This is an optimization exercise on Yosys and OpenROAD, whose aim is small area, not a production implementation. For this run, only the layout was checked, not whether the RTL still works.

==> flow/design.v <==
module mx_unpack (
    input  wire               src_fp16,
    input  wire [15:0]        d,
    output wire               sgn,
    output reg                special,
    output wire               nonzero,
    output reg  [10:0]        sig,
    output reg  signed [9:0]  lexp,
    output reg  signed [9:0]  msbe
);
    assign sgn = d[15];
    reg [3:0] msb_pos;
    integer i;
    always @(*) begin
        if (src_fp16) begin
            special = (d[14:10] == 5'h1F);
            sig     = {d[14:10] != 5'd0, d[9:0]};
            if (d[14:10] == 5'd0)
                lexp = -10'sd24;
            else
                lexp = $signed({5'd0, d[14:10]}) - 10'sd25;
        end else begin
            special = (d[14:7] == 8'hFF);
            sig     = {d[14:7] != 8'd0, d[6:0], 3'b000};
            if (d[14:7] == 8'd0)
                lexp = -10'sd136;
            else
                lexp = $signed({2'd0, d[14:7]}) - 10'sd137;
        end
        msb_pos = 4'd0;
        for (i = 0; i < 11; i = i + 1)
            if (sig[i])
                msb_pos = i[3:0];
        msbe = lexp + $signed({6'd0, msb_pos});
    end
    assign nonzero = |sig;
endmodule
module mx_quant (
    input  wire               is_int,
    input  wire [1:0]         mbits,
    input  wire [4:0]         bias,
    input  wire [7:0]         maxcode,
    input  wire [2:0]         sign_pos,
    input  wire signed [9:0]  blk_e,
    input  wire               sgn,
    input  wire               nonzero,
    input  wire [10:0]        sig,
    input  wire signed [9:0]  lexp,
    input  wire signed [9:0]  msbe,
    output reg  [7:0]         elem,
    output reg                sat
);
    reg signed [10:0] l_rel;     
    reg signed [10:0] emin;      
    reg signed [10:0] q;         
    reg signed [11:0] sh;        
    reg [4:0]         sha;
    reg [33:0]        ext;
    reg [16:0]        n0;
    reg               guard, sticky;
    reg [17:0]        n;
    reg signed [10:0] kexp;
    reg [18:0]        code;
    reg [7:0]         mag;
    reg [7:0]         ival;
    always @(*) begin
        l_rel = $signed({msbe[9], msbe}) - $signed({blk_e[9], blk_e});
        emin  = 11'sd1 - $signed({6'd0, bias});
        if (is_int)
            q = -11'sd6;
        else if (l_rel < emin)
            q = emin - $signed({9'd0, mbits});
        else
            q = l_rel - $signed({9'd0, mbits});
        sh = $signed({q[10], q}) - $signed({{2{lexp[9]}}, lexp})
           + $signed({{2{blk_e[9]}}, blk_e}) + 12'sd6;
        if (sh < 0)
            sha = 5'd0;
        else if (sh > 12'sd31)
            sha = 5'd31;
        else
            sha = sh[4:0];
        ext    = {sig, 6'b000000, 17'd0} >> sha;
        n0     = ext[33:17];
        guard  = ext[16];
        sticky = |ext[15:0];
        n      = {1'b0, n0} + {17'd0, guard & (sticky | n0[0])};
        kexp = q + $signed({6'd0, bias}) + $signed({9'd0, mbits}) - 11'sd1;
        if (is_int)
            code = {1'b0, n};
        else
            code = ({14'd0, kexp[4:0]} << mbits) + {1'b0, n};
        sat = nonzero && (code > {11'd0, maxcode});
        if (!nonzero)
            mag = 8'd0;
        else if (sat)
            mag = maxcode;
        else
            mag = code[7:0];
        if (is_int) begin
            ival = (sgn && mag != 8'd0) ? (8'd0 - mag) : mag;
            elem = ival;
        end else begin
            elem = mag | ({7'd0, sgn} << sign_pos);
        end
    end
endmodule
module mx_caster (
    input  wire         clk,
    input  wire         rst,
    input  wire         in_valid,
    input  wire [3:0]   fmt,
    input  wire         src_fp16,
    input  wire [511:0] in_data,
    output reg          out_valid,
    output reg  [7:0]   out_scale,
    output reg  [255:0] out_elems,
    output reg  [5:0]   out_sat
);
    reg        is_int;
    reg [1:0]  mbits;       
    reg [4:0]  bias;
    reg [3:0]  emax;
    reg [7:0]  maxcode;     
    reg [2:0]  sign_pos;    
    always @(*) begin
        is_int   = 1'b0;
        mbits    = 2'd3;
        bias     = 5'd7;
        emax     = 4'd8;
        maxcode  = 8'h7E;
        sign_pos = 3'd7;
        case (fmt)
            4'd5: begin mbits = 2'd3; bias = 5'd7;  emax = 4'd8;  maxcode = 8'h7E; sign_pos = 3'd7; end
            4'd6: begin mbits = 2'd2; bias = 5'd15; emax = 4'd15; maxcode = 8'h7B; sign_pos = 3'd7; end
            4'd7: begin mbits = 2'd3; bias = 5'd1;  emax = 4'd2;  maxcode = 8'h1F; sign_pos = 3'd5; end
            4'd8: begin mbits = 2'd2; bias = 5'd3;  emax = 4'd4;  maxcode = 8'h1F; sign_pos = 3'd5; end
            4'd9: begin mbits = 2'd1; bias = 5'd1;  emax = 4'd2;  maxcode = 8'h07; sign_pos = 3'd3; end
            4'd10: begin is_int = 1'b1; mbits = 2'd0; bias = 5'd0; emax = 4'd0; maxcode = 8'h7F; sign_pos = 3'd7; end
            default: ;
        endcase
    end
    wire [31:0]        sgn;
    wire [31:0]        special;    
    wire [31:0]        nonzero;
    wire [10:0]        sig  [0:31];
    wire signed [9:0]  lexp [0:31];    
    wire signed [9:0]  msbe [0:31];    
    genvar gi;
    generate
        for (gi = 0; gi < 32; gi = gi + 1) begin : g_unpack
            mx_unpack u_unpack (
                .src_fp16 (src_fp16),
                .d        (in_data[16*gi +: 16]),
                .sgn      (sgn[gi]),
                .special  (special[gi]),
                .nonzero  (nonzero[gi]),
                .sig      (sig[gi]),
                .lexp     (lexp[gi]),
                .msbe     (msbe[gi])
            );
        end
    endgenerate
    reg               any_nz;
    reg signed [9:0]  max_e;
    reg signed [9:0]  e_raw;
    reg signed [9:0]  blk_e;
    reg signed [9:0]  node [0:62];    
    integer k;
    always @(*) begin
        any_nz = |nonzero;
        for (k = 0; k < 32; k = k + 1)
            node[31 + k] = nonzero[k] ? msbe[k] : -10'sd512;
        for (k = 30; k >= 0; k = k - 1)
            node[k] = (node[2*k+1] > node[2*k+2]) ? node[2*k+1] : node[2*k+2];
        max_e = node[0];
        if (!any_nz)
            e_raw = -10'sd127;
        else
            e_raw = max_e - $signed({6'd0, emax});
        if (e_raw < -10'sd127)
            blk_e = -10'sd127;
        else if (e_raw > 10'sd127)
            blk_e = 10'sd127;
        else
            blk_e = e_raw;
    end
    wire block_nan = |special;
    wire [7:0] q_elem [0:31];
    wire [31:0] q_sat;
    generate
        for (gi = 0; gi < 32; gi = gi + 1) begin : g_quant
            mx_quant u_quant (
                .is_int   (is_int),
                .mbits    (mbits),
                .bias     (bias),
                .maxcode  (maxcode),
                .sign_pos (sign_pos),
                .blk_e    (blk_e),
                .sgn      (sgn[gi]),
                .nonzero  (nonzero[gi]),
                .sig      (sig[gi]),
                .lexp     (lexp[gi]),
                .msbe     (msbe[gi]),
                .elem     (q_elem[gi]),
                .sat      (q_sat[gi])
            );
        end
    endgenerate
    reg [5:0]   sat_count;
    reg [255:0] elems;
    always @(*) begin
        sat_count = 6'd0;
        for (k = 0; k < 32; k = k + 1) begin
            sat_count = sat_count + {5'd0, q_sat[k]};
            elems[8*k +: 8] = q_elem[k];
        end
    end
    always @(posedge clk) begin
        if (rst)
            out_valid <= 1'b0;
        else
            out_valid <= in_valid;
    end
    always @(posedge clk) begin
        if (in_valid) begin
            if (block_nan) begin
                out_scale <= 8'hFF;
                out_elems <= 256'd0;
                out_sat   <= 6'd32;
            end else begin
                out_scale <= blk_e[7:0] + 8'd127;
                out_elems <= elems;
                out_sat   <= sat_count;
            end
        end
    end
endmodule
==> flow/run.sh <==
#!/bin/bash
# synth_recipe.tcl (not shown) runs the flow's synth.tcl, then flattens the netlist and writes it again
# the make line also repeats each setting of config.mk as NAME=value (left out here)
make -C /OpenROAD-flow-scripts/flow DESIGN_CONFIG=/design/flow/config.mk WORK_HOME=/design/flow/orfs CLKGATE_MAP_FILE= SYNTH_SCRIPT=/design/flow/synth_recipe.tcl finish
==> flow/config.mk <==
export PLATFORM = sky130hd
export DESIGN_NAME = mx_caster
export DESIGN_NICKNAME = mx_caster
export VERILOG_FILES = /design/flow/design.v
export SDC_FILE = /design/flow/constraint.sdc
export NUM_CORES = 8
export LEC_CHECK = 0
export CAP_MARGIN = 20
export CORE_MARGIN = 2
export CORE_UTILIZATION = 40
export SLEW_MARGIN = 20
==> flow/constraint.sdc <==
create_clock -name core_clock -period 50.0 [get_ports {clk}]
set_input_delay 10.0000 -clock core_clock [delete_from_list [all_inputs] [get_ports {clk}]]
set_output_delay 10.0000 -clock core_clock [all_outputs]
set_load 0.01 [all_outputs]
==> run notes <==
[cells in the mapped netlist, drive strengths merged, types with 205 or more instances]
master,n
a21o,582
fa,562
o21ai,1597
edfxtp,270
o22ai,240
a211oi,298
nand4,270
a31oi,228
nor2b,410
mux2,319
nand2,2117
o21a,205
nand3,553
o21bai,254
or3,207
xor2,746
nor2,2406
nand2b,434
nor3,676
mux2i,934
a21oi,1911
inv,2225
and2,397
o211ai,245
ha,2767
xnor2,1130
clkbuf,753
[per-stage QoR]
| step | hold WS [ns] | std cells | area [um2] |
|---|---|---|---|
| 2_1_floorplan | 10.07 | 25230 | 181500 |
| 3_3_place_gp | 10.45 | 31460 | 196700 |
| 3_5_place_dp | 10.45 | 31460 | 196800 |
| 4_1_cts | 9.645 | 31520 | 198000 |
| 5_1_grt | 9.695 | 31610 | 198300 |
| 6_report | 9.679 | 31640 | 198400 |
[cell families (layout without fill, tap and decap cells)]
kind of cell | after synthesis | after routing | synth area share, %
and+or+nand+nor | 8536 | 8536 | 22.93
AOI/OAI and AO/OA | 6714 | 6714 | 23.49
adders and majority gates | 3350 | 3350 | 25.40
buffers and inverters | 3170 | 3493 | 6.779
xor gates and xnor gates | 1876 | 1876 | 9.054
muxes | 1311 | 1311 | 7.871
DFF | 271 | 271 | 4.479
other | 0 | 114 | 0
[metal layers]
metal | global-route usage, % | vias up | wire length (um)
met5 | 0 | - | 162
met4 | 20.71 | 24 | 56390
met3 | 5.029 | 1497 | 66880
met2 | 51.99 | 8232 | 350500
met1 | 44.92 | 92190 | 347100
li1 | - | 91060 | -
[sequential cells by signal, indices dropped and copies added, names as in the netlist]
name       flops
out_elems    256
out_scale      8
out_valid      1
out_sat        6
[area by class of cell]
cell class	instances	area [um2]	area share (%)
multi-input combinational	21790	161600	81.47
timing repair buffer	1199	11260	5.677
inverter	2228	8429	4.250
sequential	271	8128	4.098
tap	5976	7477	3.770
clock buffer	45	997.2	0.5028
antenna	114	285.3	0.1438
clock inverter	21	186.4	0.09399
[what timing repair did]
| item | CTS | global route |
|---|---|---|
| hold endpoints to repair | 0 | 0 |
| resized for setup | 0 | 2 |
| setup endpoints to repair | 0 | 2 |
| buffers inserted | 0 | 0 |
[path summary, 6_finish.rpt]
| check | start | endpoint | slack [ns] | cells past startpoint |
|---|---|---|---|---|
| setup / recovery | in_data[167] | out_sat[4]$_SDFFCE_PP0P_ | 2.48 | 151 |
| hold / removal | in_valid | out_scale[5]$_SDFFCE_PP1P_ | 9.68 | 1 |
[cell usage in the layout (no fill, tap or decap), types with 104 or more instances in the layout]
cell and count:
nor3_1 668, a21oi_1 1908, mux2_2 313, fa_1 561
o21a_1 203, buf_4 384, nor2b_1 410, nand4_1 270
inv_1 2202, a21o_1 580, clkdlybuf4s50_1 788, nor4_1 184
a31oi_1 225, o22ai_1 236, o31ai_1 154, nor3b_1 131
o21ai_0 1519, edfxtp_1 270, nor2_1 2400, nand2b_1 433
or3_1 206, diode_2 114, nand2_1 2110, a21boi_0 104
xnor2_1 1128, xor2_1 742, and3_1 198, or2_2 191
o21bai_1 254, o211ai_1 243, and2_1 320, nand3_1 550
ha_1 2765, a211oi_1 293, mux2i_1 925
==> results by group <==
Route
  – Number of remaining DRC errors: 0
  – DR vias: 193000
  – Starting DRT DRC Count: 18990
  – Wire per inst: 25.95 um
  – Final WL: 821100 um
  – Pre-antenna DRT Iters: 8
  – Detail Route Antenna Nets: 0
  – Vias per inst: 6.100

Placed design
  – Placed wire-length estimate: 673400 um
  – Dpl ws: 2.252 ns
  – GPL Wtd Cong: 1.019
  – Number of port buffers: 790

Clocking
  – Cts bufs inserted: 37
  – # hold bufs at CTS: 0
  – H-tree Lvls: 2
  – Root Buffer Master: clkbuf_16
  – CTS tree: done
  – Clock sink count: 271
  – Clk slew on worst S/H paths: 0.05 ns
  – Clock buffer depth: 3

Logic synthesis
  – Post-Syn Instances: 25230
  – Post-synth ARST share: 0%
  – #FFs+latches synth: 271
  – Syn Std Cell Area: 181500 um2
  – Synth unique cells: 135
  – Top-area cell type share of the netlist area: 19.08%
  – Top cells by area, synth: ha_1 (19%), fa_1 (6.2%), xnor2_1 (5.5%), a21oi_1 (5.3%), mux2i_1 (5.1%)
  – Ys Warns: 5
  – EDFF count, synth: 270
  – Synth Flop Type: edfxtp_1
  – Dominant cell type by area after synthesis: ha_1
  – Mapped Nets: 29080
  – Proportion of synthesized chip area in sequential cells: 4.479%
  – Synth Area per Inst: 7.193 um2

Floorplan
  – Die X: 677.5 um
  – Rows: 247
  – Full die area: 459100 um2
  – Core Area: 452100 um2
  – Top Ports: 791
  – Starting Density: 40.14%
  – Die height: 677.5 um

STA
  – Worst slew pin tran: 1.312 ns
  – Final setup viols: 0
  – PnR worst setup slack: 2.477 ns
  – Slew HR: 12.29%
  – Upper clock frequency limit: 21.04 MHz
  – Minimum clock period: 47.52 ns
  – Setup TNS: 0 ns
  – Slew Limit Fails: 0
  – RSZ-0062 raised after global routing: no
  – Period utilization: 95.05%
  – Final Hold Fails: 0

Cells and area
  – Fillers: 46800
  – Final standard cell utilization of the core: 43.87%
  – Ratio of cells with drive above 1 in the final layout: 5.076%
  – Synthesis-to-finish area growth: 9.304%
  – Nets@finish: 29370

Flow run
  – Maxcap violations: 0

Status
  – Outcome: timing/DRC/antenna clean

Setup path
  – WP buf/inv: 13
  – Critical path arrival: 47.93 ns
  – Critical Path RT: 50.41 ns
  – Critical path's largest stage delay: 0.89 ns
  – Worst-path maximum fanout: 19
  – Worst setup SP type: primary input
  – CP delay by family, top: compound AO/OA/AOI/OAI gates
  – Kind of critical path: in -> reg
  – Crit path top cell by count: a21oi_1
  – Critical Path Sink Type: flop
  – Crit path max-delay cell type: a21oi_1

GRT
  – Pin count of the biggest net entering global routing: 131
  – Vias in the first global route: 176600
  – GR Overflow Total: 0
  – Overall Global Routing Usage: 33.97%
  – Antenna violations before repair: 156
  – Global-route wire length before repair: 1180000 um

Hold path
  – Worst Hold Class: in -> reg

## what the ideal ports hide
How much do the figures lean on ideal ports? The routed layout below was timed once more, with nothing changed but the port constraints.
Step 1 sets driving cells, clkbuf_16 on the clock port and buf_2 on the other inputs (assumed; they add their load-dependent delay and slew).
Step 2 adds t to the input delays and takes it off the output delays; t is the mean of the earliest and latest rising clock arrival at the registers after step 1. Input paths then give back, and output paths get back, about the clock's delay inside the block.
a / b / c = no drivers / after step 1 / after step 2; a / b = the first two.
t (ns): 0.818
setup slack, ns: 2.477 / 2.527 / 1.710
worst setup path at the end: input to register
worst data-port slew with drivers (ns): 0.34
After both steps this run still meets setup and hold. The setup slack of this run moves by +0.050 ns with the drivers and by -0.767 ns with both steps.
